Source: an optimization exercise on an open RTL-to-GDS flow (aim: small area). Production flows keep margins and buffers that such runs may drop. Only simulation tests tie the RTL to the original design; equivalence was not proved. Power and IR drop assume default switching activity.

### flow/flow/run.sh
#!/bin/bash
# ORFS layout with: synthesis by the standard script but with an
# area-oriented ABC mapping script, the smallest buffer cell for port
# buffers, and clock tree synthesis without dummy loads.
set -euo pipefail
cp -r "$FLOW_HOME/scripts" scripts_mod
cp flow/abc_map.script scripts_mod/abc_speed.script
bash standard.sh SCRIPTS_DIR="$PWD/scripts_mod" synth > synth.log 2>&1
export BUFFER_PORTS_ARGS="-buffer_cell sky130_fd_sc_hd__buf_1"
export CTS_ARGS="-sink_clustering_enable -repair_clock_nets -dont_use_dummy_load -buf_list sky130_fd_sc_hd__clkbuf_4 -sink_clustering_size 10 -sink_clustering_max_diameter 30"
bash standard.sh > standard.log 2>&1
### flow/flow/abc_map.script
strash
&get -n
&fraig -x
&put
scorr
dc2
dretime
strash
&get -n
&dch -f
&nf
&put
### flow/standard.sh
#!/bin/bash
# synth_recipe.tcl (not shown) runs the flow's synth.tcl, then flattens the netlist and writes it again
# the make line also repeats each setting of config.mk as NAME=value (left out here)
make -C /OpenROAD-flow-scripts/flow DESIGN_CONFIG=/design/flow/config.mk WORK_HOME=/design/flow/orfs CLKGATE_MAP_FILE= SYNTH_SCRIPT=/design/flow/synth_recipe.tcl "${@:-finish}"
### flow/config.mk
export PLATFORM = sky130hd
export DESIGN_NAME = mfe_corr
export DESIGN_NICKNAME = mfe_corr
export VERILOG_FILES = /design/flow/design.v
export SDC_FILE = /design/flow/constraint.sdc
export NUM_CORES = 4
export LEC_CHECK = 0
export CAP_MARGIN = 20
export CORE_MARGIN = 2
export CORE_UTILIZATION = 60
export PLACE_DENSITY = 0.7
export SLEW_MARGIN = 20
### flow/constraint.sdc
create_clock -name core_clock -period 10.0 [get_ports {clk}]
set_input_delay 2.0000 -clock core_clock [delete_from_list [all_inputs] [get_ports {clk}]]
set_output_delay 2.0000 -clock core_clock [all_outputs]
set_load 0.01 [all_outputs]
### flow/design.v
module mfe_corr (
    input  wire        clk,
    input  wire        rst,         
    input  wire        cfg_we,
    input  wire [4:0]  cfg_addr,    
    input  wire [31:0] cfg_wdata,
    input  wire        in_valid,
    output wire        in_ready,
    input  wire [23:0] in_x,        
    input  wire [2:0]  in_g,        
    input  wire [2:0]  in_band,     
    input  wire [4:0]  in_flags,
    output wire        out_valid,
    input  wire        out_ready,
    output wire [23:0] out_y,
    output wire [2:0]  out_g,
    output wire [4:0]  out_flags,
    output wire        out_last,    
    output wire [31:0] out_crc      
);
    reg signed [31:0] gain_tab [0:4];
    reg signed [23:0] ofs_tab  [0:4];
    reg signed [31:0] tbg_tab  [0:7];
    integer i;
    always @(posedge clk) begin
        if (cfg_we) begin
            for (i = 0; i < 5; i = i + 1) begin
                if (cfg_addr == i)
                    gain_tab[i] <= cfg_wdata;
                if (cfg_addr == i + 5)
                    ofs_tab[i] <= cfg_wdata[23:0];
            end
            for (i = 0; i < 8; i = i + 1) begin
                if (cfg_addr == i + 15)
                    tbg_tab[i] <= cfg_wdata;
            end
        end
    end
    localparam IDLE = 2'd0, S1 = 2'd1, WP = 2'd2, S2 = 2'd3;
    reg [1:0] st;
    reg [4:0] cnt;
    reg       full;          
    reg [5:0] ccnt;          
    reg [4:0] blk_cnt;
    reg       ldo;           
    wire crc_idle = ccnt[5];
    wire last     = (blk_cnt == 5'd31);
    assign out_valid = full & crc_idle;
    wire deliver  = out_valid & out_ready;
    wire free2    = crc_idle & ~ldo & (~full | out_ready);
    wire run1     = (st == S1);
    wire run2     = (st == S2);
    wire s1_last  = (cnt == 5'd25);
    wire s2_last  = (cnt == 5'd27);
    wire acc_n    = run2 & s2_last;
    wire ld2      = (st == WP) & free2;
    assign in_ready = acc_n;
    always @(posedge clk) begin
        if (rst) begin
            st <= IDLE;
            cnt <= 5'd0;
        end else begin
            case (st)
                IDLE: if (in_valid) begin st <= S1; cnt <= 5'd1; end
                S1:   if (s1_last) begin st <= WP; cnt <= 5'd0; end
                      else cnt <= cnt + 5'd1;
                WP:   if (free2) begin st <= S2; cnt <= 5'd1; end
                S2:   if (s2_last) begin st <= IDLE; cnt <= 5'd0; end
                      else cnt <= cnt + 5'd1;
            endcase
        end
    end
    wire [2:0]  gsel = in_g[2] ? 3'd4 : in_g;
    wire [23:0] ow   = ofs_tab[gsel];
    wire [4:0]  xi   = (cnt > 5'd23) ? 5'd23 : cnt;
    wire        xb   = in_x[xi];
    wire        ob   = ~ow[xi];
    reg         dcy;                        
    wire        dci  = (st == IDLE) | dcy;
    wire        db   = xb ^ ob ^ dci;
    wire        dgo  = ((st == IDLE) & in_valid) | run1;
    always @(posedge clk)
        if (dgo) dcy <= (xb & ob) | (xb & dci) | (ob & dci);
    reg  [32:0] r1;
    reg  [31:0] z;
    reg         mbr;                        
    wire [31:0] rw  = run2 ? tbg_tab[in_band] : gain_tab[gsel];
    wire [32:0] m   = {rw[31] & ~rw[30], rw[31] ^ rw[30], ~rw[30], rw[29:0]};
    wire        neg = run2 ? s2_last : s1_last;
    wire        first = (cnt == 5'd1);
    wire [33:0] a_op = first ? 34'h0_2000_0000 : {r1[32], r1};
    wire [33:0] b_op = mbr ? (neg ? ~{m[32], m} : {m[32], m}) : 34'd0;
    wire [33:0] sum  = a_op + b_op + {33'd0, neg & mbr};
    always @(posedge clk) begin
        if (dgo) mbr <= db;
        else if (ld2) mbr <= r1[5];
        else if (run2) mbr <= z[1];
    end
    wire        ovf = ~((&r1[32:26]) | ~(|r1[32:26]));
    wire [23:0] ysat = ovf ? {r1[32], {23{~r1[32]}}} : r1[26:3];
    always @(posedge clk) begin
        if (run1 | run2) r1 <= sum[33:1];
        if (acc_n) z[31:24] <= {in_flags, in_g};
        else if (ld2) z[26:0] <= r1[31:5];
        else if (run2 | ~crc_idle) z <= {z[0], z[31:1]};
        if (ldo) z[23:0] <= ysat;
    end
    reg  [31:0] crc;
    wire        fb = crc[0] ^ z[0];               
    wire [31:0] crc_step = {fb, crc[31:1]} ^ ({32{~fb}} & {1'b0, 31'h02F63B78});
    always @(posedge clk) begin
        if (rst) begin
            ccnt <= 6'd32;
            crc <= 32'd0;
            full <= 1'b0;
            ldo <= 1'b0;
            blk_cnt <= 5'd0;
        end else begin
            ldo <= acc_n;
            if (ldo) ccnt <= 6'd0;
            else if (!crc_idle) ccnt <= ccnt + 6'd1;
            if (!crc_idle) crc <= crc_step;
            else if (deliver & last) crc <= 32'd0;
            if (ldo) full <= 1'b1;
            else if (deliver) full <= 1'b0;
            if (deliver) blk_cnt <= blk_cnt + 5'd1;
        end
    end
    assign out_y     = z[23:0];
    assign out_g     = z[26:24];
    assign out_flags = z[31:27];
    assign out_last  = last;
    assign out_crc   = crc;
endmodule
==> flow_summary.toml, run 1 <==
[yosys]
synth.area.top_cells = "edfxtp_1 69%, a21oi_1 5.0%, dfxtp_1 4.0%"
synth.distinct_cells = 49
ys_warn_count = 4
synth_top_area_share_pct = 69.29
synth_compound_area_share_pct = 16.69
synth_top_family_by_area = "compound AO/OA/AOI/OAI gates"
synthMuxAreaShare_pct = 0.5506
synth_xor_area_share_pct = 0.9384
yosys.area_share.simple_pct = 6.066
synth_flop_cell = "edfxtp_1"
synthAdderAreaFrac_pct = 2.212
synthesis.area_um2 = 26130
synth_top_area_cell = "edfxtp_1"
avgSynthCellArea_um2 = 14.45
synth_edf_count = 603
yosysSeqAreaShare_pct = 73.27
ys_async_sr_fraction_pct = 0
ys_ff_latch = 655
syn-num-nets = 1930
synthCells = 1808

[layout]
layout-drive-gt1-share_pct = 9.375
fin_area_um2 = 28900
syn_to_final_growth_pct = 10.58
final_cell_mix = "603 x edfxtp_1, 261 x a21oi_1, 168 x o21ai_0"
seq_area_um2 = 19150
final_common_cell = "edfxtp_1"
fin_nets = 2236
multiInputGateArea_um2 = 7111
fillers = 3130
final_util_pct = 67.08

[critical_path]
cp-end-kind = "flip-flop"
cp_data_required_time_ns = 10.58
path_max_fanout = 20
startpoint_type = "input port"
critPathMaxStageDelay_ns = 0.60
arrival_ns = 8.66
cpMostUsedCell = "o21ai_0"
crit_slowest_cell = "and3b_2"
path_class = "in2reg"

[sta]
fin_skew_ns = 0.07107
final.setup.tns_ns = 0
layout_setup_ws_ns = 1.926
final-hold-violation-count = 0
report.final.slew_viol_count = 0
slew_headroom_pct = 27.64
post-route-min-period_ns = 8.074
max_freq_mhz = 123.9
holdWs_ns = 0.4621
period_share_pct = 80.74
rsz0062_at_grt = "false"
finalSetupViolCount = 0
worstMarginPinSlew_ns = 1.083

[cts]
cts.sink_count = 655
clk_latency_ns = 0.86
ctsHoldBuffers = 0
cts.path.max_buffers = 3
postCtsResizedCells = 0
path_clk_slew_ns = 0.06
htree_levels = 3
cts_buffers = 115
clockRootBuffer = "clkbuf_4"
cts_setup_buffers = 0
cts_tree = "done"

[status]
status = "complete, no violations"

[placement]
hpwlAfterDp_mm = 39.92
preCtsSetupSlack_ns = 1.214
io_buffer_count = 143
gp_congestion = 0.8571
dpl_cell_area_um2 = 27920

[detailed_routing]
num_vias = 17360
wl_mm = 64.65
post-route-drc-count = 0
drtIter0Drc = 1965
routedWlPerCell_um = 23.96
routed_via_density = 6.434
postRouteAntennaNets = 0
drtPass1Iterations = 6

[floorplan]
row_count = 76
die_h_um = 212.7
start_util_pct = 60.67
core-area_um2 = 43080
ioPinCount = 144
die_x_um = 212.7
dieArea_um2 = 45240

[grt]
first_global_vias = 16857
antenna_found_initial = 2
grt_max_degree = 59
globalRouteTotalUtil_pct = 28.90
grt_pass1_wl_mm = 97.36
grt-ovfl-total = 0

[flow_run]
max-cap-violations = 0

[pwr]
vdd_ir_drop_max_uv = 114.6
power.density_nw_per_um2 = 216.0
leakagePower_uw = 0.009345

[hold_path]
worstHoldPathType = "reg2reg"
==> metal layers <==
layer	global-route usage, %	part of all wire [%]	vias up
li1	-	-	7961
met1	41.07	42	8441
met2	45.95	47	868
met3	4.501	8.8	90
met4	10.44	2.4	0
met5	0	0	-
==> cells in the mapped netlist (4+ instances only) <==
master and n:
a21o_1 11, xnor2_1 14, nor4_1 4, nor3b_1 5
ha_1 43, a221o_1 5, nand3_1 37, o21a_1 8
nand2_1 136, a21oi_1 262, a22oi_1 84, nor2_1 89
xor2_1 14, dfxtp_1 52, nor2b_1 35, and3_1 9
o211ai_1 7, mux2i_1 11, o221ai_1 6, a221oi_1 45
nand2b_1 7, o21ai_0 170, nor3_1 15, a211oi_1 18
clkinv_1 19, a21boi_0 4, a222oi_1 52, edfxtp_1 603
a31oi_1 7
==> registers in the layout, indices dropped and copies added (netlist names) <==
signal	flops
full	1
st	2
z	32
crc	32
mbr	1
blk_cnt	5
r1	33
ldo	1
ofs_tab	120
gain_tab	160
tbg_tab	256
ccnt	6
cnt	5
dcy	1
==> final timing paths <==
check	start	endpoint	slack [ns]	cells after the start
setup / recovery	in_g[0]	r1[31]	1.93	33
hold reg to reg	ccnt[4]	ccnt[5]	0.46	2
hold / removal	ccnt[4]	ccnt[5]	0.46	2
setup reg to reg	cnt[0]	r1[31]	2.47	32
==> per-stage QoR <==
step / power (uW) / std cells
floorplan: 4451 / 1808
global placement: 4897 / 2576
detailed placement: 4929 / 2578
CTS: 6255 / 2693
global route: 6566 / 2698
finish: 6241 / 2698
==> worst max-delay path, delay by kind of cell <==
family,cells,cell delay (ns)
simple gates,2,0.65
xor+xnor,1,0.08
buf+inv,1,0.38
fa+ha+maj,2,0.53
compound gates,27,4.98
==> report_power, final <==
part / total [uW] / switching [uW] / leakage, uW / internal, uW
logic: 1510 / 952 / 0.00294 / 555
registers: 3390 / 117 / 0.00587 / 3270
clock network: 1350 / 826 / 0.000529 / 521
==> logic make-up (layout without fill, tap and decap cells) <==
group	after synthesis	after routing
AO/OA/AOI/OAI	697	697
flip-flops	655	655
AND/OR/NAND/NOR	351	351
adder cells (fa/ha/maj)	45	45
XOR/XNOR	28	28
buffers and inverters	19	323
multiplexers	13	13
other	0	1
==> area by class of cell <==
| type | instances | share of cell area, % |
|---|---|---|
| Tap cell | 585 | 2.533 |
| Clock buffer | 115 | 2.988 |
| Inverter | 19 | 0.2468 |
| Sequential cell | 655 | 66.27 |
| Timing Repair Buffer | 189 | 3.351 |
| Antenna cell | 1 | 0.008660 |
| Multi-Input combinational cell | 1134 | 24.61 |
==> run 2: changes to the inputs <==
--- a/flow/flow/run.sh
+++ b/flow/flow/run.sh
@@ -9,3 +9,3 @@
 export BUFFER_PORTS_ARGS="-buffer_cell sky130_fd_sc_hd__buf_1"
-export CTS_ARGS="-sink_clustering_enable -repair_clock_nets -dont_use_dummy_load -buf_list sky130_fd_sc_hd__clkbuf_4 -sink_clustering_size 10 -sink_clustering_max_diameter 30"
+export CTS_ARGS="-sink_clustering_enable -repair_clock_nets -dont_use_dummy_load -buf_list sky130_fd_sc_hd__clkbuf_4 -sink_clustering_size 14 -sink_clustering_max_diameter 28"
 bash standard.sh > standard.log 2>&1
==> flow_summary.toml, run 2 <==
[layout]
fin_nets = 2238
final_cell_mix = "603 x edfxtp_1, 261 x a21oi_1, 168 x o21ai_0"
layout-drive-gt1-share_pct = 9.461
largest_register_ffs = 256
largestRegisters = "tbg_tab x256, gain_tab x160, ofs_tab x120"
fillers = 3151
top_register = "tbg_tab"
final_common_cell = "edfxtp_1"
syn_to_final_growth_pct = 10.65

[pwr]
leakagePower_uw = 0.009354
power.density_nw_per_um2 = 216.2
power_uw = 6252
vdd_ir_drop_max_uv = 112.8

[cts]
htree_levels = 3
cts_setup_buffers = 0
postCtsResizedCells = 0
cts.path.max_buffers = 3
ctsHoldBuffers = 0
path_clk_slew_ns = 0.06
clockRootBuffer = "clkbuf_4"
cts.sink_count = 655
clk_latency_ns = 0.89
cts_buffers = 117
cts_tree = "done"

[critical_path]
critPathMaxStageDelay_ns = 0.40
cp-end-kind = "flip-flop"
startpoint_type = "input port"
crit_slowest_cell = "a21oi_1"
rr_endpoint = "r1[31]"
regToRegStartpoint = "cnt[0]"
cpLargestDelayFamily = "compound AO/OA/AOI/OAI gates"
crit_buf_inv = 1
worst_r2r_path_depth = 32
arrival_ns = 8.68
path_max_fanout = 9
cp_data_required_time_ns = 10.61
path_class = "in2reg"
reg2reg_slack_ns = 2.42

[sta]
holdWs_ns = 0.4654
worstMarginPinSlew_ns = 1.079
rsz0062_at_grt = "false"
final-hold-violation-count = 0
slew_headroom_pct = 27.89
max_freq_mhz = 123.9
final.setup.tns_ns = 0
period_share_pct = 80.68
post-route-min-period_ns = 8.068
report.final.slew_viol_count = 0
finalSetupViolCount = 0
fin_skew_ns = 0.1051

[floorplan]
ioPinCount = 144
die_x_um = 212.7
start_util_pct = 60.67
dieArea_um2 = 45240
core-area_um2 = 43080
die_h_um = 212.7
row_count = 76

[grt]
grt_pass1_wl_mm = 97.57
first_global_vias = 16866
antenna_found_initial = 2
grt-ovfl-total = 0
globalRouteTotalUtil_pct = 28.96
grt_max_degree = 59

[yosys]
ys_ff_latch = 655
synth.distinct_cells = 49
synth_edf_count = 603
ys_async_sr_fraction_pct = 0
yosys.area_share.simple_pct = 6.066
ys_warn_count = 4
synth_top_area_share_pct = 69.29
syn-num-nets = 1930
synth_top_area_cell = "edfxtp_1"
synth_top_family_by_area = "compound AO/OA/AOI/OAI gates"
synthTopCellsByCount = "603 x edfxtp_1, 262 x a21oi_1, 170 x o21ai_0, 136 x nand2_1, 89 x nor2_1"
yosysSeqAreaShare_pct = 73.27
synthCells = 1808
synth_flop_cell = "edfxtp_1"
synthesis.area_um2 = 26130
synth_most_common_cell = "edfxtp_1"
synthAdderAreaFrac_pct = 2.212
avgSynthCellArea_um2 = 14.45
synth_compound_area_share_pct = 16.69
synth.area.top_cells = "edfxtp_1 69%, a21oi_1 5.0%, dfxtp_1 4.0%"
synth_xor_area_share_pct = 0.9384
synthMuxAreaShare_pct = 0.5506

[hold_path]
min_from = "blk_cnt[4]"
holdPathEnd = "blk_cnt[4]"
worstHoldPathType = "reg2reg"
hold_depth = 2

[detailed_routing]
routedWlPerCell_um = 23.92
drtIter0Drc = 1945
drtPass1Iterations = 6
wl_mm = 64.64
routed_via_density = 6.424
num_vias = 17358
post-route-drc-count = 0
postRouteAntennaNets = 0

[placement]
hpwlAfterDp_mm = 39.92
gp_congestion = 0.8571
io_buffer_count = 143

[flow_run]
max-cap-violations = 0

[status]
status = "complete, no violations"
run 2: cell counts after synthesis:
Identical to the previous run, type by type.
run 2: logic make-up (layout without fill, tap and decap cells):
group	count (synthesis)	count (layout)
compound gates	697	697
flops	655	655
simple gates	351	351
fa+ha+maj	45	45
xor+xnor	28	28
buf+inv	19	325
mux	13	13
other cells	0	3
run 2: final cells by class:
class / count / area [um^2] / area share (%)
tap: 585 / 732.0 / 2.531
clock buffer: 117 / 878.3 / 3.038
timing repair buffer: 189 / 968.4 / 3.349
multi-input combinational: 1134 / 7111 / 24.59
sequential: 655 / 19150 / 66.22
antenna: 3 / 7.507 / 0.02596
inverter: 19 / 71.32 / 0.2466
run 2: worst max-delay path by stage:
stage / start / endpoint / cells past startpoint
detailed placement: in_g[0] / r1[31] / 33
floorplan: in_g[2] / r1[31] / 32
CTS: in_g[0] / r1[31] / 33
global placement: in_g[0] / r1[31] / 33
finish: in_band[0] / r1[31] / 33
global route: in_g[0] / r1[29] / 33
run 2: through the flow:
| step | util, % | instances | worst slack (ns) | area, um^2 |
|---|---|---|---|---|
| global placement | 64.75 | 2576 | 1.435 | 27890 |
| global route | 67.13 | 2702 | 1.266 | 28920 |
| finish | 67.13 | 2702 | 1.932 | 28920 |
| detailed placement | 64.82 | 2578 | 1.214 | 27920 |
| floorplan | - | 1808 | 0.7065 | 26140 |
| CTS | 66.86 | 2695 | 2.155 | 28800 |
run 2: power breakdown:
part           leakage, uW  internal (uW)  switching (uW)
clock network     0.000538            528             831
registers          0.00587           3270             116
logic              0.00294            555             951
run 2: layer usage:
metal	GRT usage [%]	routed length (um)
met5	0	0
met4	9.814	1622
met3	5.207	6012
met2	45.90	30370
met1	41.06	26640
run 2: worst reg2reg max path, delay by kind of cell (launching register included):
family	cells	cell delay (ns)
flops	1	0.31
compound gates	24	4.73
fa+ha+maj	3	0.85
simple gates	2	0.51
buf+inv	2	0.84
xor+xnor	1	0.09
==> run 3: changes to the inputs <==
--- a/flow/design.v
+++ b/flow/design.v
@@ -86,4 +86,12 @@
     reg         mbr;                        
-    wire [31:0] rw  = run2 ? tbg_tab[in_band] : gain_tab[gsel];
-    wire [32:0] m   = {rw[31] & ~rw[30], rw[31] ^ rw[30], ~rw[30], rw[29:0]};
+    reg  [31:0] rw;
+    integer     w;
+    always @* begin
+        rw = 32'd0;
+        for (w = 0; w < 5; w = w + 1)
+            rw = rw | (gain_tab[w] & {32{mbr & ~run2 & (gsel == w)}});
+        for (w = 0; w < 8; w = w + 1)
+            rw = rw | (tbg_tab[w] & {32{mbr & run2 & (in_band == w)}});
+    end
+    wire [32:0] m   = {rw[31] & ~rw[30], rw[31] ^ rw[30], mbr & ~rw[30], rw[29:0]};
     wire        neg = run2 ? s2_last : s1_last;
@@ -91,3 +99,3 @@
     wire [33:0] a_op = first ? 34'h0_2000_0000 : {r1[32], r1};
-    wire [33:0] b_op = mbr ? (neg ? ~{m[32], m} : {m[32], m}) : 34'd0;
+    wire [33:0] b_op = {m[32], m} ^ {34{neg & mbr}};
     wire [33:0] sum  = a_op + b_op + {33'd0, neg & mbr};
--- a/flow/flow/run.sh
+++ b/flow/flow/run.sh
@@ -9,3 +9,3 @@
 export BUFFER_PORTS_ARGS="-buffer_cell sky130_fd_sc_hd__buf_1"
-export CTS_ARGS="-sink_clustering_enable -repair_clock_nets -dont_use_dummy_load -buf_list sky130_fd_sc_hd__clkbuf_4 -sink_clustering_size 14 -sink_clustering_max_diameter 28"
+export CTS_ARGS="-sink_clustering_enable -repair_clock_nets -dont_use_dummy_load -buf_list sky130_fd_sc_hd__clkbuf_4 -sink_clustering_size 10 -sink_clustering_max_diameter 30"
 bash standard.sh > standard.log 2>&1
==> flow_summary.toml, run 3 <==
[sta]
post-route-min-period_ns = 8.067
final.setup.tns_ns = 0
period_share_pct = 80.67
layout_setup_ws_ns = 1.933
fin_skew_ns = 0.1160
worstMarginPinSlew_ns = 1.055
holdWs_ns = 0.4678
final-hold-violation-count = 0
rsz0062_at_grt = "false"
report.final.slew_viol_count = 0
slew_headroom_pct = 29.14
finalSetupViolCount = 0
max_freq_mhz = 124.0

[cts]
ctsHoldBuffers = 0
cts_tree = "done"
cts.sink_count = 655
clk_latency_ns = 0.91
cts.path.max_buffers = 3
clockRootBuffer = "clkbuf_4"
cts_buffers = 113
path_clk_slew_ns = 0.07
cts_setup_buffers = 0
htree_levels = 3
postCtsResizedCells = 0

[placement]
preCtsSetupSlack_ns = 1.152
io_buffer_count = 143
gp_congestion = 0.8356
hpwlAfterDp_mm = 36.44

[layout]
largest_register_ffs = 256
fin_nets = 2070
top_register = "tbg_tab"
final_cell_mix = "603 x edfxtp_1, 141 x buf_1, 133 x nand2_1"
final_common_cell = "edfxtp_1"
layout-drive-gt1-share_pct = 10.07
largestRegisters = "tbg_tab x256, gain_tab x160, ofs_tab x120"
syn_to_final_growth_pct = 10.03
fillers = 2971
seq_area_um2 = 19150
multiInputGateArea_um2 = 6694

[yosys]
syn-num-nets = 1769
synth_flop_cell = "edfxtp_1"
synth_most_common_cell = "edfxtp_1"
ys_ff_latch = 655
synth_top_area_cell = "edfxtp_1"
avgSynthCellArea_um2 = 15.61
synth.distinct_cells = 47
synth_edf_count = 603
ys_async_sr_fraction_pct = 0
synth_top_area_share_pct = 70.40
synth.area.top_cells = "edfxtp_1 70%, dfxtp_1 4.0%, a222oi_1 4.0%"
synthesis.area_um2 = 25720
yosysSeqAreaShare_pct = 74.44
synthCells = 1648
ys_warn_count = 4
synthTopCellsByCount = "603 x edfxtp_1, 133 x nand2_1, 120 x a21oi_1, 115 x a22oi_1, 102 x a222oi_1"

[detailed_routing]
routedWlPerCell_um = 25.10
num_vias = 16359
drtIter0Drc = 2350
routed_via_density = 6.578
postRouteAntennaNets = 0
post-route-drc-count = 0
drtPass1Iterations = 9
wl_mm = 62.42

[grt]
antenna_found_initial = 1
first_global_vias = 15934
grt-ovfl-total = 0
globalRouteTotalUtil_pct = 28.25
grt_pass1_wl_mm = 93.54
grt_max_degree = 47

[floorplan]
core-area_um2 = 42130
die_h_um = 211.1
row_count = 75
start_util_pct = 61.05
die_x_um = 211.1
dieArea_um2 = 44540
ioPinCount = 144

[critical_path]
cp-end-kind = "flip-flop"
cpMostUsedCell = "a21oi_1"
path_max_fanout = 12
critPathMaxStageDelay_ns = 0.71
crit_slowest_cell = "nor2_2"
startpoint_type = "input port"
crit_buf_inv = 1
path_class = "in2reg"
arrival_ns = 8.66
cpLargestDelayFamily = "compound AO/OA/AOI/OAI gates"
cp_data_required_time_ns = 10.60

[pwr]
vdd_ir_drop_max_uv = 105.9
power.density_nw_per_um2 = 221.4
power_uw = 6266
leakagePower_uw = 0.009269

[flow_run]
max-cap-violations = 0

[hold_path]
worstHoldPathType = "reg2reg"

[status]
status = "complete, no violations"
-- run 3: cell count changes in the layout (fill, tap and decap cells not counted), moves of 6 or more --
cell and delta:
a222oi_1 +50, o21ai_0 -123, o21a_1 -6, nor2_2 +6, a22oi_1 +31, a211oi_1 -12
a221oi_1 -31, and3_1 +26, nor2_1 -17, xor2_1 +36, a21oi_1 -142
-- run 3: logic make-up after synthesis --
family          count (synthesis)  share of synthesized area [%]
flops                         655                          74.44
xor+xnor                       65                          2.213
buf+inv                        19                         0.2773
compound gates                468                          13.19
mux                            14                         0.5983
fa+ha+maj                      44                          2.199
simple gates                  383                          7.082
-- run 3: per-stage QoR --
step	cells	instance area [um^2]	util (%)
global placement	2373	27440	65.12
CTS	2486	28300	67.16
floorplan	1648	25720	-
global route	2487	28300	67.17
finish	2487	28300	67.17
detailed placement	2373	27450	65.15
-- run 3: layer usage --
metal / GRT usage [%] / wire, um / vias to the layer above / part of all wire (%)
li1: - / - / 7392 / -
met1: 40.06 / 24710 / 7929 / 40
met2: 44.14 / 29400 / 953 / 47
met3: 6.200 / 7223 / 85 / 12
met4: 9.155 / 1088 / 0 / 1.7
met5: 0 / 0 / - / 0
-- run 3: worst register-to-register path: cells and delay by family, from the launching register on --
family / cells / cell delay (ns)
compound gates: 23 / 4.49
simple gates: 4 / 1.36
fa+ha+maj: 2 / 0.80
flops: 1 / 0.37
xor+xnor: 1 / 0.09
-- run 3: path summary, 6_finish.rpt --
path | start | end | slack, ns | cells after the start
max | in_band[2] | r1[29] | 1.93 | 30
min | crc[11] | crc[11] | 0.47 | 2
max reg2reg | st[0] | r1[29] | 2.66 | 30
min reg2reg | crc[11] | crc[11] | 0.47 | 2
-- run 3: final cells by class --
cell class	count	area share (%)
Antenna cell	1	0.008842
Clock buffer	113	2.997
Inverter	19	0.2520
Multi-Input combinational cell	974	23.65
Sequential cell	655	67.66
Tap cell	539	2.383
Timing Repair Buffer	186	3.046
-- run 3: where the power goes --
part	leakage [uW]	internal [uW]	switching, uW	total (uW)
logic	0.00288	587	958	1550
registers	0.00587	3280	114	3390
clock network	0.000520	512	818	1330
==> run 4: changes to the inputs <==
--- a/flow/flow/run.sh
+++ b/flow/flow/run.sh
@@ -9,3 +9,3 @@
 export BUFFER_PORTS_ARGS="-buffer_cell sky130_fd_sc_hd__buf_1"
-export CTS_ARGS="-sink_clustering_enable -repair_clock_nets -dont_use_dummy_load -buf_list sky130_fd_sc_hd__clkbuf_4 -sink_clustering_size 10 -sink_clustering_max_diameter 30"
+export CTS_ARGS="-sink_clustering_enable -repair_clock_nets -dont_use_dummy_load -buf_list sky130_fd_sc_hd__clkbuf_8 -sink_clustering_size 20 -sink_clustering_max_diameter 50"
 bash standard.sh > standard.log 2>&1
--- a/flow/config.mk
+++ b/flow/config.mk
@@ -7,3 +7,3 @@
 export LEC_CHECK = 0
-export CAP_MARGIN = 20
+export CAP_MARGIN = 5
 export CORE_MARGIN = 2
@@ -11,2 +11,2 @@
 export PLACE_DENSITY = 0.7
-export SLEW_MARGIN = 20
+export SLEW_MARGIN = 5
==> flow_summary.toml, run 4 <==
[status]
status = "complete, no violations"

[placement]
dpl_cell_area_um2 = 27440
hpwlAfterDp_mm = 36.38
io_buffer_count = 143
gp_congestion = 0.8356

[layout]
layout-drive-gt1-share_pct = 6.961
syn_to_final_growth_pct = 9.296
fillers = 3010
fin_nets = 2005
final_cell_mix = "603 x edfxtp_1, 141 x buf_1, 133 x nand2_1"
largestRegisters = "tbg_tab x256, gain_tab x160, ofs_tab x120"
top_register = "tbg_tab"
largest_register_ffs = 256
final_common_cell = "edfxtp_1"
fin_area_um2 = 28110

[grt]
grt_max_degree = 47
first_global_vias = 15451
globalRouteTotalUtil_pct = 28.03
grt-ovfl-total = 0
antenna_found_initial = 1
grt_pass1_wl_mm = 92.89

[sta]
final.setup.tns_ns = 0
rsz0062_at_grt = "false"
final-hold-violation-count = 0
max_freq_mhz = 120.3
finalSetupViolCount = 0
worstMarginPinSlew_ns = 1.163
period_share_pct = 83.15
slew_headroom_pct = 22.39
fin_skew_ns = 0.1034
report.final.slew_viol_count = 0
post-route-min-period_ns = 8.315

[yosys]
synth_top_family_by_area = "compound AO/OA/AOI/OAI gates"
synth_xor_area_share_pct = 2.213
synth_top_area_cell = "edfxtp_1"
synth.area.top_cells = "edfxtp_1 70%, dfxtp_1 4.0%, a222oi_1 4.0%"
synth_compound_area_share_pct = 13.19
synthTopCellsByCount = "603 x edfxtp_1, 133 x nand2_1, 120 x a21oi_1, 115 x a22oi_1, 102 x a222oi_1"
synth_flop_cell = "edfxtp_1"
synth_most_common_cell = "edfxtp_1"
syn-num-nets = 1769
ys_warn_count = 4
yosysSeqAreaShare_pct = 74.44
ys_async_sr_fraction_pct = 0
synth_edf_count = 603
ys_ff_latch = 655
synth.distinct_cells = 47
yosys.area_share.simple_pct = 7.082
synthMuxAreaShare_pct = 0.5983
avgSynthCellArea_um2 = 15.61
synthesis.area_um2 = 25720
synthCells = 1648
synthAdderAreaFrac_pct = 2.199
synth_top_area_share_pct = 70.40

[cts]
clk_latency_ns = 0.70
ctsHoldBuffers = 0
cts_setup_buffers = 0
cts.path.max_buffers = 3
clockRootBuffer = "clkbuf_8"
cts_tree = "done"
htree_levels = 2
path_clk_slew_ns = 0.12
cts_buffers = 48
cts.sink_count = 655
postCtsResizedCells = 0

[floorplan]
die_h_um = 211.1
die_x_um = 211.1
ioPinCount = 144
start_util_pct = 61.05
dieArea_um2 = 44540
row_count = 75
core-area_um2 = 42130

[critical_path]
arrival_ns = 8.66
path_max_fanout = 31
crit_buf_inv = 3
path_class = "in2reg"
cpLargestDelayFamily = "compound AO/OA/AOI/OAI gates"
cp-startpoint = "in_g[0]"
regToRegStartpoint = "st[0]"
cp-end-kind = "flip-flop"
startpoint_type = "input port"
critPathMaxStageDelay_ns = 0.48
crit_slowest_cell = "buf_4"
cp_data_required_time_ns = 10.35

[pwr]
leakagePower_uw = 0.009094
power.density_nw_per_um2 = 218.3
vdd_ir_drop_max_uv = 105.3

[detailed_routing]
num_vias = 16141
routed_via_density = 6.664
post-route-drc-count = 0
postRouteAntennaNets = 0
wl_mm = 62.13
drtPass1Iterations = 7
drtIter0Drc = 2331
routedWlPerCell_um = 25.65

[hold_path]
min_from = "ccnt[3]"
worstHoldPathType = "reg2reg"

[flow_run]
max-cap-violations = 0
[run 4: changes by cell type in the layout (fill, tap and decap cells not counted), sizes merged]
cell and delta:
clkbuf -65
[run 4: final cells by class]
| type | count | area [um^2] | share of cell area, % |
|---|---|---|---|
| antenna | 1 | 2.502 | 0.008901 |
| clock buffer | 48 | 660.6 | 2.350 |
| inverter | 19 | 71.32 | 0.2537 |
| multi-input combinational | 974 | 6694 | 23.81 |
| sequential | 655 | 19150 | 68.11 |
| tap | 539 | 674.4 | 2.399 |
| timing repair buffer | 186 | 862.1 | 3.066 |
[run 4: per-stage QoR]
stage	utilization (%)	total power, uW	setup WS [ns]	std cells	hold slack [ns]
4_1_cts	66.69	6151	1.781	2421	0.4676
3_3_place_gp	65.12	4940	1.332	2373	0.4529
5_1_grt	66.72	6445	1.276	2422	0.4879
6_report	66.72	6137	1.685	2422	0.4649
2_1_floorplan	-	4497	0.2639	1648	0.4345
3_5_place_dp	65.12	4976	1.173	2373	0.4625
[run 4: tightest hold or removal path, stage by stage (launching register included)]
cell,delay [ns]
dfxtp_1,0.34
nand2_1,0.07
o31ai_1,0.06
[run 4: per-layer routing]
metal	global-route usage, %	part of all wire (%)	vias up
met1	40.27	40	7937
met3	6.482	11	89
met5	0	0	-
met4	8.378	2.5	0
li1	-	-	7215
met2	43.30	46	900
[run 4: path summary, 6_finish.rpt]
path,to,slack (ns),cells after the start
setup / recovery,r1[29],1.69,31
hold / removal,ccnt[5],0.46,2
setup reg to reg,r1[29],2.65,30
hold reg to reg,ccnt[5],0.46,2
[run 4: logic make-up (layout without fill, tap and decap cells)]
family	Yosys count	in the layout
DFF	655	655
AOI/OAI and AO/OA	468	468
and+or+nand+nor	383	383
xor gates and xnor gates	65	65
adders and majority gates	44	44
buffers and inverters	19	253
muxes	14	14
other	0	1
[run 4: power by group]
part           switching, uW  total (uW)  internal, uW
clock                    776        1210           430
sequential               114        3390          3270
combinational            955        1540           588
total                   1850        6140          4290
==> run 5: changes to the inputs <==
--- a/flow/design.v
+++ b/flow/design.v
@@ -100,3 +100,24 @@
     wire [33:0] b_op = {m[32], m} ^ {34{neg & mbr}};
-    wire [33:0] sum  = a_op + b_op + {33'd0, neg & mbr};
+    wire [33:0] gg0 = a_op & b_op;
+    wire [33:0] pp0 = a_op ^ b_op;
+    wire        cin = neg & mbr;
+    wire [33:0] g_in = {gg0[33:1], gg0[0] | (pp0[0] & cin)};
+    wire [33:0] p_in = pp0;
+    reg  [33:0] G, P;
+    integer lv, ii;
+    always @* begin
+        G = g_in; P = p_in;
+        for (lv = 1; lv < 64; lv = lv * 2)
+            for (ii = 2*lv-1; ii < 34; ii = ii + 2*lv) begin
+                G[ii] = G[ii] | (P[ii] & G[ii-lv]);
+                P[ii] = P[ii] & P[ii-lv];
+            end
+        for (lv = 32; lv >= 1; lv = lv / 2)
+            for (ii = 3*lv-1; ii < 34; ii = ii + 2*lv) begin
+                G[ii] = G[ii] | (P[ii] & G[ii-lv]);
+                P[ii] = P[ii] & P[ii-lv];
+            end
+    end
+    wire [33:0] cy  = {G[32:0], cin};
+    wire [33:0] sum = pp0 ^ cy;
     always @(posedge clk) begin
--- a/flow/config.mk
+++ b/flow/config.mk
@@ -9,4 +9,4 @@
 export CORE_MARGIN = 2
-export CORE_UTILIZATION = 60
-export PLACE_DENSITY = 0.7
+export CORE_UTILIZATION = 75
+export PLACE_DENSITY = 0.85
 export SLEW_MARGIN = 5
==> flow_summary.toml, run 5 <==
[status]
status = "complete, no violations"

[yosys]
syn-num-nets = 1749
synth.area.top_cells = "edfxtp_1 71%, a222oi_1 4.3%, dfxtp_1 4.1%"
synth_edf_count = 603
synthTopCellsByCount = "603 x edfxtp_1, 146 x nand2_1, 109 x a222oi_1, 108 x a22oi_1, 104 x a21oi_1"
synth.distinct_cells = 46
synthesis.area_um2 = 25640
ys_async_sr_fraction_pct = 0
synth_top_area_share_pct = 70.61
synth_flop_cell = "edfxtp_1"
synthCells = 1614
ys_warn_count = 4
synth_top_area_cell = "edfxtp_1"
ys_ff_latch = 655
yosysSeqAreaShare_pct = 74.67
synth_most_common_cell = "edfxtp_1"
avgSynthCellArea_um2 = 15.89

[detailed_routing]
routedWlPerCell_um = 26.98
postRouteAntennaNets = 0
drtPass1Iterations = 9
routed_via_density = 7.215
post-route-drc-count = 0
drtIter0Drc = 2821
num_vias = 16624
wl_mm = 62.16

[critical_path]
worst_r2r_path_depth = 31
arrival_ns = 8.76
crit_slowest_cell = "fa_1"
critPathMaxStageDelay_ns = 0.43
cp-startpoint = "in_g[2]"
path_max_fanout = 25
cp_data_required_time_ns = 10.50
regToRegStartpoint = "st[1]"
rr_endpoint = "r1[31]"
startpoint_type = "input port"
path_class = "in2reg"
cp-end-kind = "flip-flop"
reg2reg_slack_ns = 2.68

[grt]
gr-usage-met3_pct = 8.044
antenna_found_initial = 0
first_global_vias = 15967
grt_max_degree = 48
grt.busiest_layer = "met2"
met1_usage_pct = 49.45
met2_usage_pct = 54.96
grt-ovfl-total = 0
globalRouteTotalUtil_pct = 35.21
grt_pass1_wl_mm = 93.34

[hold_path]
holdPathEnd = "crc[11]"
worstHoldPathType = "reg2reg"
hold_depth = 2
min_from = "crc[11]"

[cts]
ctsHoldBuffers = 0
cts.path.max_buffers = 3
clockRootBuffer = "clkbuf_8"
htree_levels = 2
path_clk_slew_ns = 0.11
postCtsResizedCells = 0
cts_setup_buffers = 0
cts_buffers = 46
clk_latency_ns = 0.65
cts_tree = "done"
cts.sink_count = 655

[layout]
fin_nets = 1993
largest_register_ffs = 256
final_cell_mix = "603 x edfxtp_1, 146 x nand2_1, 142 x buf_1"
top_register = "tbg_tab"
largestRegisters = "tbg_tab x256, gain_tab x160, ofs_tab x120"
syn_to_final_growth_pct = 9.012
final_common_cell = "edfxtp_1"
layout-drive-gt1-share_pct = 7.381
finalNonFillerCells = 2304
n_antenna_cell = 0

[sta]
final-hold-violation-count = 0
period_share_pct = 82.60
final.setup.tns_ns = 0
finalSetupViolCount = 0
max_freq_mhz = 121.1
rsz0062_at_grt = "false"
holdWs_ns = 0.4782
fin_skew_ns = 0.08723
slew_headroom_pct = 24.27
worstMarginPinSlew_ns = 1.135
post-route-min-period_ns = 8.260
report.final.slew_viol_count = 0

[floorplan]
die_x_um = 188.9
ioPinCount = 144
core-area_um2 = 33620
die_h_um = 188.9
start_util_pct = 76.29
row_count = 67
dieArea_um2 = 35690

[placement]
hpwlAfterDp_mm = 37.77
gp_congestion = 0.8120
dpl.cell_count = 2257
io_buffer_count = 143

[pwr]
leakagePower_uw = 0.009076
power.density_nw_per_um2 = 214.4
vdd_ir_drop_max_uv = 158.5

[flow_run]
max-cap-violations = 0
[run 5: metal layers]
metal / part of all wire, % / up-vias
met3: 14 / 199
li1: - / 7061
met4: 3.8 / 0
met1: 35 / 7963
met2: 47 / 1401
met5: 0 / -
[run 5: worst max-delay path: cells and delay by family]
family | cells | cell delay, ns
buffers and inverters | 5 | 1.14
and+or+nand+nor | 4 | 0.67
AOI/OAI and AO/OA | 20 | 4.19
adders and majority gates | 2 | 0.71
[run 5: worst max path at each step]
stage | to | slack (ns) | cells after the start
detailed placement | r1[31] | 1.23 | 31
finish | r1[31] | 1.74 | 31
floorplan | r1[31] | 0.88 | 27
global route | r1[31] | 1.31 | 30
global placement | r1[31] | 1.44 | 30
CTS | r1[31] | 1.86 | 31
[run 5: power by group]
group	total (uW)	leakage, uW	switching, uW	internal (uW)
registers	3390	0.00587	121	3270
logic	1440	0.00287	909	531
clock network	1160	0.000331	748	413
total	6000	0.00908	1780	4220
[run 5: kinds of logic after synthesis]
logic type	after synthesis	share of synthesized area, %
simple gates	368	6.762
buf+inv	35	0.5123
fa+ha+maj	58	3.357
xor+xnor	49	1.673
compound gates	436	12.47
flops	655	74.67
mux	13	0.5562
[run 5: area by class of cell]
cell class / count / area, um^2
timing repair buffer: 196 / 943.4
tap: 448 / 560.5
sequential: 655 / 19150
clock buffer: 46 / 633.1
fill: 1686 / 5660
inverter: 35 / 131.4
multi-input combinational: 924 / 6539
[run 5: per-stage QoR]
step / util [%] / cell area, um^2 / setup slack, ns / total power, uW
after floorplan: - / 25640 / 0.8814 / 4367
after global placement: 81.23 / 27310 / 1.444 / 4770
after detailed placement: 81.23 / 27310 / 1.230 / 4863
after CTS: 83.12 / 27940 / 1.856 / 5979
after global routing: 83.16 / 27960 / 1.306 / 6265
final: 83.16 / 27960 / 1.740 / 5995
==> run 6: changes to the inputs <==
==> flow/flow/abc_map.script (replaced) <==
strash
&get -n
&fraig -x
&put
scorr
dc2
dretime
strash
&get -n
&dch -f
&nf -R 1000
&put
--- a/flow/config.mk
+++ b/flow/config.mk
@@ -9,4 +9,4 @@
 export CORE_MARGIN = 2
-export CORE_UTILIZATION = 75
-export PLACE_DENSITY = 0.85
+export CORE_UTILIZATION = 60
+export PLACE_DENSITY = 0.7
 export SLEW_MARGIN = 5
==> flow_summary.toml, run 6 <==
[sta]
report.final.slew_viol_count = 0
final.setup.tns_ns = 0
fin_skew_ns = 0.05323
period_share_pct = 90.04
max_freq_mhz = 111.1
slew_headroom_pct = 20.61
finalSetupViolCount = 0
rsz0062_at_grt = "false"
worstMarginPinSlew_ns = 1.185
post-route-min-period_ns = 9.004
layout_setup_ws_ns = 0.9958
final-hold-violation-count = 0

[cts]
ctsHoldBuffers = 0
postCtsResizedCells = 0
cts_buffers = 50
cts_tree = "done"
htree_levels = 2
cts.sink_count = 655
cts.path.max_buffers = 3
clk_latency_ns = 0.68
cts_setup_buffers = 0
clockRootBuffer = "clkbuf_8"
path_clk_slew_ns = 0.10

[detailed_routing]
drtPass1Iterations = 8
wl_mm = 63.29
postRouteAntennaNets = 0
routedWlPerCell_um = 26.40
num_vias = 16006
drtIter0Drc = 2606
routed_via_density = 6.678
post-route-drc-count = 0

[layout]
final_cell_mix = "603 x edfxtp_1, 144 x nand2_1, 142 x buf_1"
finalNonFillerCells = 2397
syn_to_final_growth_pct = 9.960
final_common_cell = "edfxtp_1"
final_util_pct = 66.90
fillers = 2946
fin_area_um2 = 28120
fin_nets = 1995
seq_area_um2 = 19150
top_register = "tbg_tab"
largest_register_ffs = 256
multiInputGateArea_um2 = 6482
n_antenna_cell = 0
largestRegisters = "tbg_tab x256, gain_tab x160, ofs_tab x120"
layout-drive-gt1-share_pct = 8.127

[placement]
gp_congestion = 0.8297
dpl_cell_area_um2 = 27440
dpl.cell_count = 2347
preCtsSetupSlack_ns = 0.3864
io_buffer_count = 143
hpwlAfterDp_mm = 38.43

[hold_path]
worstHoldPathType = "reg2reg"

[critical_path]
cpMostUsedCell = "a21o_1"
path_class = "in2reg"
critPathMaxStageDelay_ns = 0.72
arrival_ns = 9.51
cp_data_required_time_ns = 10.50
startpoint_type = "input port"
cp-end-kind = "flip-flop"
crit_slowest_cell = "nor2b_2"
path_max_fanout = 23

[yosys]
synth_top_area_cell = "edfxtp_1"
synth_flop_cell = "edfxtp_1"
synth.area.top_cells = "edfxtp_1 71%, a222oi_1 4.3%, dfxtp_1 4.1%"
synthesis.area_um2 = 25580
synthCells = 1602
ys_warn_count = 4
syn-num-nets = 1737
synth_edf_count = 603
yosysSeqAreaShare_pct = 74.87
synth_most_common_cell = "edfxtp_1"
ys_async_sr_fraction_pct = 0
ys_ff_latch = 655
avgSynthCellArea_um2 = 15.97
synth_top_area_share_pct = 70.80
synth.distinct_cells = 45
synthTopCellsByCount = "603 x edfxtp_1, 144 x nand2_1, 109 x a222oi_1, 108 x a22oi_1, 102 x a21oi_1"

[grt]
grt_pass1_wl_mm = 94.02
globalRouteTotalUtil_pct = 28.62
antenna_found_initial = 2
grt-ovfl-total = 0
grt_max_degree = 48
first_global_vias = 15388

[floorplan]
dieArea_um2 = 44300
core-area_um2 = 42040
die_x_um = 210.5
die_h_um = 210.5
start_util_pct = 60.84
ioPinCount = 144
row_count = 75

[status]
status = "complete, no violations"

[pwr]
leakagePower_uw = 0.009156
vdd_ir_drop_max_uv = 172.7
power.density_nw_per_um2 = 214.9

[flow_run]
max-cap-violations = 0
-- run 6: cell count changes after synthesis, moves of 3 or more --
| cell | change |
|---|---|
| a21o_1 | +4 |
| a21boi_0 | -3 |
| and2_0 | -3 |
| o211ai_1 | -4 |
| nand3_1 | +4 |
| clkinv_1 | -3 |
-- run 6: worst paths after layout --
kind | slack, ns | cells after the start | endpoint | from
worst max register to register | 1.88 | 35 | r1[31] | st[0]
worst min register to register | 0.48 | 2 | crc[8] | crc[8]
worst min-delay path | 0.48 | 2 | crc[8] | crc[8]
worst max-delay path | 1.0 | 35 | r1[31] | in_g[0]
-- run 6: cells by family after synthesis --
| logic type | after synthesis | share of synthesized area (%) |
|---|---|---|
| flops | 655 | 74.87 |
| compound gates | 431 | 12.38 |
| simple gates | 364 | 6.682 |
| fa+ha+maj | 58 | 3.366 |
| xor+xnor | 49 | 1.678 |
| buf+inv | 32 | 0.4696 |
| mux | 13 | 0.5577 |
-- run 6: stage by stage --
stage	total power (uW)	hold WS, ns
after global routing	6346	0.4988
final	6045	0.4787
after CTS	6064	0.4821
after global placement	4815	0.4552
after floorplan	4366	0.4345
after detailed placement	4862	0.4681
-- run 6: where the power goes --
| part | total (uW) | leakage, uW | internal (uW) | switching, uW |
|---|---|---|---|---|
| sequential | 3390 | 0.00587 | 3270 | 114 |
| clock | 1240 | 0.000359 | 447 | 789 |
| combinational | 1420 | 0.00292 | 525 | 896 |
-- run 6: layer usage --
layer / part of all wire [%] / global-route usage [%] / up-vias
met5: 0.040 / 0 / -
met2: 46 / 44.88 / 962
met3: 12 / 6.421 / 96
li1: - / - / 7056
met1: 40 / 41.59 / 7888
met4: 2.0 / 6.702 / 4
-- run 6: layout make-up --
type	instances	area share [%]
repair buffers	206	3.595
clock buffers	50	2.447
well taps	539	2.398
inverters	32	0.4271
multi-input cells	915	23.05
flip-flops and latches	655	68.08
-- run 6: worst max-delay path: cells and delay by family --
kind,cells,cell delay [ns]
AO/OA/AOI/OAI,14,3.37
AND/OR/NAND/NOR,15,2.34
buffers and inverters,3,0.85
adder cells (fa/ha/maj),2,0.71
XOR/XNOR,1,0.18
==> run 7: changes to the inputs <==
==> flow/flow/abc_map.script (replaced) <==
strash
&get -n
&fraig -x
&put
scorr
dc2
dretime
strash
&get -n
&dch -f
&nf
&put
==> flow_summary.toml, run 7 <==
[flow_run]
max-cap-violations = 0

[sta]
layout_setup_ws_ns = 2.003
slew_headroom_pct = 23.90
rsz0062_at_grt = "false"
post-route-min-period_ns = 7.997
max_freq_mhz = 125.0
worstMarginPinSlew_ns = 1.141
finalSetupViolCount = 0
report.final.slew_viol_count = 0
holdWs_ns = 0.4765
period_share_pct = 79.97
final.setup.tns_ns = 0
fin_skew_ns = 0.08888
final-hold-violation-count = 0

[critical_path]
crit_buf_inv = 3
arrival_ns = 8.48
critPathMaxStageDelay_ns = 0.62
startpoint_type = "input port"
cp-end-kind = "flip-flop"
crit_slowest_cell = "or3_1"
path_class = "in2reg"
cp_data_required_time_ns = 10.49
cpLargestDelayFamily = "compound AO/OA/AOI/OAI gates"
path_max_fanout = 32

[layout]
syn_to_final_growth_pct = 9.285
top_register = "tbg_tab"
seq_area_um2 = 19150
final_cell_mix = "603 x edfxtp_1, 146 x nand2_1, 142 x buf_1"
n_antenna_cell = 0
largestRegisters = "tbg_tab x256, gain_tab x160, ofs_tab x120"
largest_register_ffs = 256
final_common_cell = "edfxtp_1"
fin_nets = 1986
fillers = 2928
multiInputGateArea_um2 = 6539
layout-drive-gt1-share_pct = 7.031

[pwr]
power_uw = 5973
p_seq_share_pct = 56.8
p_sw_uw = 1753
leakagePower_uw = 0.009041
p_comb_share_pct = 23.1
intPower_uw = 4220
power.density_nw_per_um2 = 213.1
p_sw_share_pct = 29.35
vdd_ir_drop_max_uv = 129.4
pwr-share-clk_pct = 20.1

[yosys]
yosysSeqAreaShare_pct = 74.67
ys_warn_count = 4
synth_edf_count = 603
synthesis.area_um2 = 25640
avgSynthCellArea_um2 = 15.89
ys_async_sr_fraction_pct = 0
synth_top_area_share_pct = 70.61
synthCells = 1614
synth_top_area_cell = "edfxtp_1"
syn-num-nets = 1749
synthTopCellsByCount = "603 x edfxtp_1, 146 x nand2_1, 109 x a222oi_1, 108 x a22oi_1, 104 x a21oi_1"
synth_most_common_cell = "edfxtp_1"
synth.area.top_cells = "edfxtp_1 71%, a222oi_1 4.3%, dfxtp_1 4.1%"
ys_ff_latch = 655
synth.distinct_cells = 46
synth_flop_cell = "edfxtp_1"

[cts]
path_clk_slew_ns = 0.10
cts_tree = "done"
postCtsResizedCells = 0
cts.sink_count = 655
ctsHoldBuffers = 0
cts_buffers = 48
clk_latency_ns = 0.68
htree_levels = 2
clockRootBuffer = "clkbuf_8"
cts.path.max_buffers = 3
cts_setup_buffers = 0

[detailed_routing]
drtIter0Drc = 2329
post-route-drc-count = 0
drtPass1Iterations = 8
routedWlPerCell_um = 25.44
postRouteAntennaNets = 0
wl_mm = 60.75
routed_via_density = 6.547
num_vias = 15635

[placement]
io_buffer_count = 143
hpwlAfterDp_mm = 35.27
preCtsSetupSlack_ns = 1.464
gp_congestion = 0.8009

[grt]
grt_max_degree = 48
antenna_found_initial = 2
grt_pass1_wl_mm = 90.69
first_global_vias = 15188
grt-ovfl-total = 0
globalRouteTotalUtil_pct = 27.45

[floorplan]
core-area_um2 = 42040
ioPinCount = 144
die_x_um = 210.7
dieArea_um2 = 44410
row_count = 75
start_util_pct = 61.00
die_h_um = 210.7

[status]
status = "complete, no violations"

[hold_path]
worstHoldPathType = "reg2reg"
## run 7: cell count changes after synthesis, sizes merged, moves of 3 or more
cell    change
a21boi      +3
a21o        -4
and2        +3
o211ai      +4
clkinv      +3
nand3       -4
## run 7: area by class of cell
cell class	count	share of cell area [%]
Tap cell	539	2.406
Timing Repair Buffer	187	3.112
Inverter	35	0.4688
Sequential cell	655	68.32
Clock buffer	48	2.357
Multi-Input combinational cell	924	23.33
## run 7: path summary, 6_finish.rpt
path	startpoint	endpoint	slack, ns	depth (start not counted)
max	in_g[0]	r1[31]	2.00	30
min	crc[8]	crc[8]	0.48	2
max reg2reg	st[1]	r1[31]	2.94	29
min reg2reg	crc[8]	crc[8]	0.48	2
## run 7: metrics by stage
| step | instances | utilization (%) | area, um^2 |
|---|---|---|---|
| after detailed placement | 2339 | 65.07 | 27350 |
| after CTS | 2387 | 66.64 | 28010 |
| after global placement | 2339 | 65.07 | 27350 |
| after global routing | 2388 | 66.66 | 28030 |
| final | 2388 | 66.66 | 28030 |
| after floorplan | 1614 | - | 25640 |
## run 7: kinds of logic after synthesis
| logic type | after synthesis | synth area share, % |
|---|---|---|
| flops | 655 | 74.67 |
| xor+xnor | 49 | 1.673 |
| fa+ha+maj | 58 | 3.357 |
| mux | 13 | 0.5562 |
| buf+inv | 35 | 0.5123 |
| simple gates | 368 | 6.762 |
| compound gates | 436 | 12.47 |
## run 7: routing by layer
layer | track usage, % | up-vias | wire (um)
met4 | 7.018 | 4 | 1244
met5 | 0 | - | 27
met3 | 5.769 | 85 | 5993
met1 | 38.90 | 7735 | 24720
li1 | - | 7041 | -
met2 | 44.10 | 770 | 28760
## run 7: worst register-to-register path: cells and delay by family (launching register included)
kind | cells | cell delay [ns]
compound gates | 19 | 3.44
flops | 1 | 0.38
buf+inv | 2 | 0.52
simple gates | 4 | 1.37
fa+ha+maj | 3 | 1.01
xor+xnor | 1 | 0.18
## run 7: power groups by stage
stage	Clock, uW	Sequential (uW)	Combinational, uW
2_1_floorplan	0	3440	923
3_3_place_gp	0	3450	1350
3_5_place_dp	0	3450	1380
4_1_cts	1230	3390	1390
5_1_grt	1310	3410	1560
6_report	1200	3390	1380
==> run 8: changes to the inputs <==
--- a/flow/config.mk
+++ b/flow/config.mk
@@ -7,3 +7,3 @@
 export LEC_CHECK = 0
-export CAP_MARGIN = 5
+export CAP_MARGIN = 0
 export CORE_MARGIN = 2
@@ -11,2 +11,2 @@
 export PLACE_DENSITY = 0.7
-export SLEW_MARGIN = 5
+export SLEW_MARGIN = 0
==> flow_summary.toml, run 8 <==
[layout]
fillers = 2929
multiInputGateArea_um2 = 6539
finalNonFillerCells = 2387
fin_nets = 1985
largestRegisters = "tbg_tab x256, gain_tab x160, ofs_tab x120"
largest_register_ffs = 256
n_antenna_cell = 0
final_cell_mix = "603 x edfxtp_1, 146 x nand2_1, 142 x buf_1"
layout-drive-gt1-share_pct = 6.981
final_common_cell = "edfxtp_1"
seq_area_um2 = 19150
syn_to_final_growth_pct = 9.241
top_register = "tbg_tab"

[floorplan]
ioPinCount = 144
die_h_um = 210.7
dieArea_um2 = 44410
row_count = 75
core-area_um2 = 42040
start_util_pct = 61.00
die_x_um = 210.7

[detailed_routing]
drtIter0Drc = 2296
num_vias = 15749
drtPass1Iterations = 10
routed_via_density = 6.598
postRouteAntennaNets = 0
wl_mm = 60.73
routedWlPerCell_um = 25.44
post-route-drc-count = 0

[sta]
finalSetupViolCount = 0
slew_headroom_pct = 19.33
report.final.slew_viol_count = 0
rsz0062_at_grt = "false"
worstMarginPinSlew_ns = 1.204
period_share_pct = 79.69
final.setup.tns_ns = 0
fin_skew_ns = 0.08655
post-route-min-period_ns = 7.969
holdWs_ns = 0.4768
final-hold-violation-count = 0
max_freq_mhz = 125.5

[status]
status = "complete, no violations"

[grt]
grt_pass1_wl_mm = 90.69
globalRouteTotalUtil_pct = 27.45
grt-ovfl-total = 0
antenna_found_initial = 2
grt_max_degree = 48
first_global_vias = 15188

[critical_path]
path_max_fanout = 32
arrival_ns = 8.46
regToRegStartpoint = "st[1]"
cp-end-kind = "flip-flop"
cp-startpoint = "in_g[0]"
critPathMaxStageDelay_ns = 0.62
cp_data_required_time_ns = 10.49
path_class = "in2reg"
startpoint_type = "input port"
crit_slowest_cell = "or3_1"

[yosys]
synth_most_common_cell = "edfxtp_1"
synth_top_area_cell = "edfxtp_1"
ys_warn_count = 4
synth.area.top_cells = "edfxtp_1 71%, a222oi_1 4.3%, dfxtp_1 4.1%"
synth_flop_cell = "edfxtp_1"
synthCells = 1614
yosysSeqAreaShare_pct = 74.67
synth.distinct_cells = 46
ys_async_sr_fraction_pct = 0
synth_top_area_share_pct = 70.61
ys_ff_latch = 655
synthesis.area_um2 = 25640
avgSynthCellArea_um2 = 15.89
syn-num-nets = 1749
synthTopCellsByCount = "603 x edfxtp_1, 146 x nand2_1, 109 x a222oi_1, 108 x a22oi_1, 104 x a21oi_1"
synth_edf_count = 603

[flow_run]
max-cap-violations = 0

[pwr]
power.density_nw_per_um2 = 213.1
leakagePower_uw = 0.009035
vdd_ir_drop_max_uv = 130.5

[placement]
gp_congestion = 0.8009
io_buffer_count = 143
dpl.cell_count = 2339
hpwlAfterDp_mm = 35.27

[cts]
cts_tree = "done"
postCtsResizedCells = 0
ctsHoldBuffers = 0
clk_latency_ns = 0.68
cts.path.max_buffers = 3
clockRootBuffer = "clkbuf_8"
path_clk_slew_ns = 0.10
cts_buffers = 48
htree_levels = 2
cts_setup_buffers = 0
cts.sink_count = 655

[hold_path]
min_from = "crc[8]"
worstHoldPathType = "reg2reg"
## run 8: layout make-up
class | count | share of cell area [%]
clock buffers | 48 | 2.358
inverters | 35 | 0.4690
multi-input cells | 924 | 23.34
well taps | 539 | 2.407
repair buffers | 186 | 3.073
flip-flops and latches | 655 | 68.35
## run 8: cell families after synthesis
logic type / count (synthesis) / synth area share, %
flip-flops: 655 / 74.67
AO/OA/AOI/OAI: 436 / 12.47
AND/OR/NAND/NOR: 368 / 6.762
adder cells (fa/ha/maj): 58 / 3.357
XOR/XNOR: 49 / 1.673
buffers and inverters: 35 / 0.5123
multiplexers: 13 / 0.5562
## run 8: where the power goes
group,internal (uW),switching (uW)
Clock,430,768
Combinational,514,867
Sequential,3270,117
## run 8: metal layers
| metal | routed length [um] | global-route usage (%) | up-vias |
|---|---|---|---|
| met5 | 27 | 0 | - |
| met4 | 1206 | 7.018 | 4 |
| met3 | 6097 | 5.769 | 79 |
| met2 | 28700 | 44.10 | 804 |
| met1 | 24700 | 38.90 | 7819 |
| li1 | - | - | 7043 |
## run 8: path summary, 6_finish.rpt
check                 to  slack, ns  depth (start not counted)
setup reg to reg  r1[31]       2.96                         29
setup / recovery  r1[31]       2.03                         30
hold reg to reg   crc[8]       0.48                          2
hold / removal    crc[8]       0.48                          2
## run 8: worst max-delay path, delay by kind of cell
kind            cells  cell delay, ns
buf+inv             3            0.71
xor+xnor            1            0.27
compound gates     19            3.55
fa+ha+maj           2            0.71
simple gates        5            1.23
## run 8: per-stage QoR
stage	utilization [%]	power [uW]	cell area, um^2	worst slack (ns)
after global routing	66.64	6282	28010	1.395
after CTS	66.64	6005	28010	2.099
after detailed placement	65.07	4837	27350	1.464
after global placement	65.07	4794	27350	1.651
after floorplan	-	4367	25640	0.8814
final	66.64	5969	28010	2.031

==> afterwards: timing with drivers on the ports <==
In the flow no input, the clock included, has a driving cell. The finished layouts below were timed again as built, in two steps.
Step 1 sets driving cells, clkbuf_16 on the clock port and buf_2 on the other inputs (assumed; they add their load-dependent delay and slew).
Step 2 times the ports against the registers' clock, not the clock port: input delays grow and output delays shrink by t, the midpoint of the rising clock arrivals with the driver on.
Slacks: ideal / step 1 / step 2; pairs: ideal / step 1.
| run | t, ns | setup WS [ns] | hold slack, ns | clock arrival spread, ns | slew at the worst register clock pin (ns) |
|---|---|---|---|---|---|
| run 1 | 0.890 | 1.926 / 1.953 / 1.063 | 0.462 / 0.462 / 0.462 | 0.086 / 0.086 | 0.10 / 0.10 |
| run 2 | 0.909 | 1.932 / 1.942 / 1.033 | 0.465 / 0.465 / 0.465 | 0.134 / 0.134 | 0.11 / 0.11 |
| run 3 | 0.893 | 1.933 / 1.922 / 1.029 | 0.468 / 0.468 / 0.468 | 0.138 / 0.138 | 0.10 / 0.10 |
| run 4 | 0.701 | 1.685 / 1.703 / 1.002 | 0.465 / 0.465 / 0.465 | 0.111 / 0.112 | 0.12 / 0.12 |
| run 5 | 0.659 | 1.740 / 1.769 / 1.110 | 0.478 / 0.478 / 0.478 | 0.087 / 0.088 | 0.12 / 0.12 |
| run 6 | 0.702 | 0.996 / 1.030 / 0.328 | 0.479 / 0.479 / 0.479 | 0.066 / 0.066 | 0.12 / 0.12 |
| run 7 | 0.688 | 2.003 / 2.034 / 1.346 | 0.476 / 0.476 / 0.476 | 0.090 / 0.090 | 0.12 / 0.12 |
| run 8 | 0.693 | 2.031 / 2.064 / 1.371 | 0.477 / 0.477 / 0.477 | 0.090 / 0.090 | 0.12 / 0.12 |
After both steps setup and hold are still met in every run listed. For run 3, which loses most, drivers alone change the setup slack by -0.011 ns; drivers and shift together by -0.904 ns.
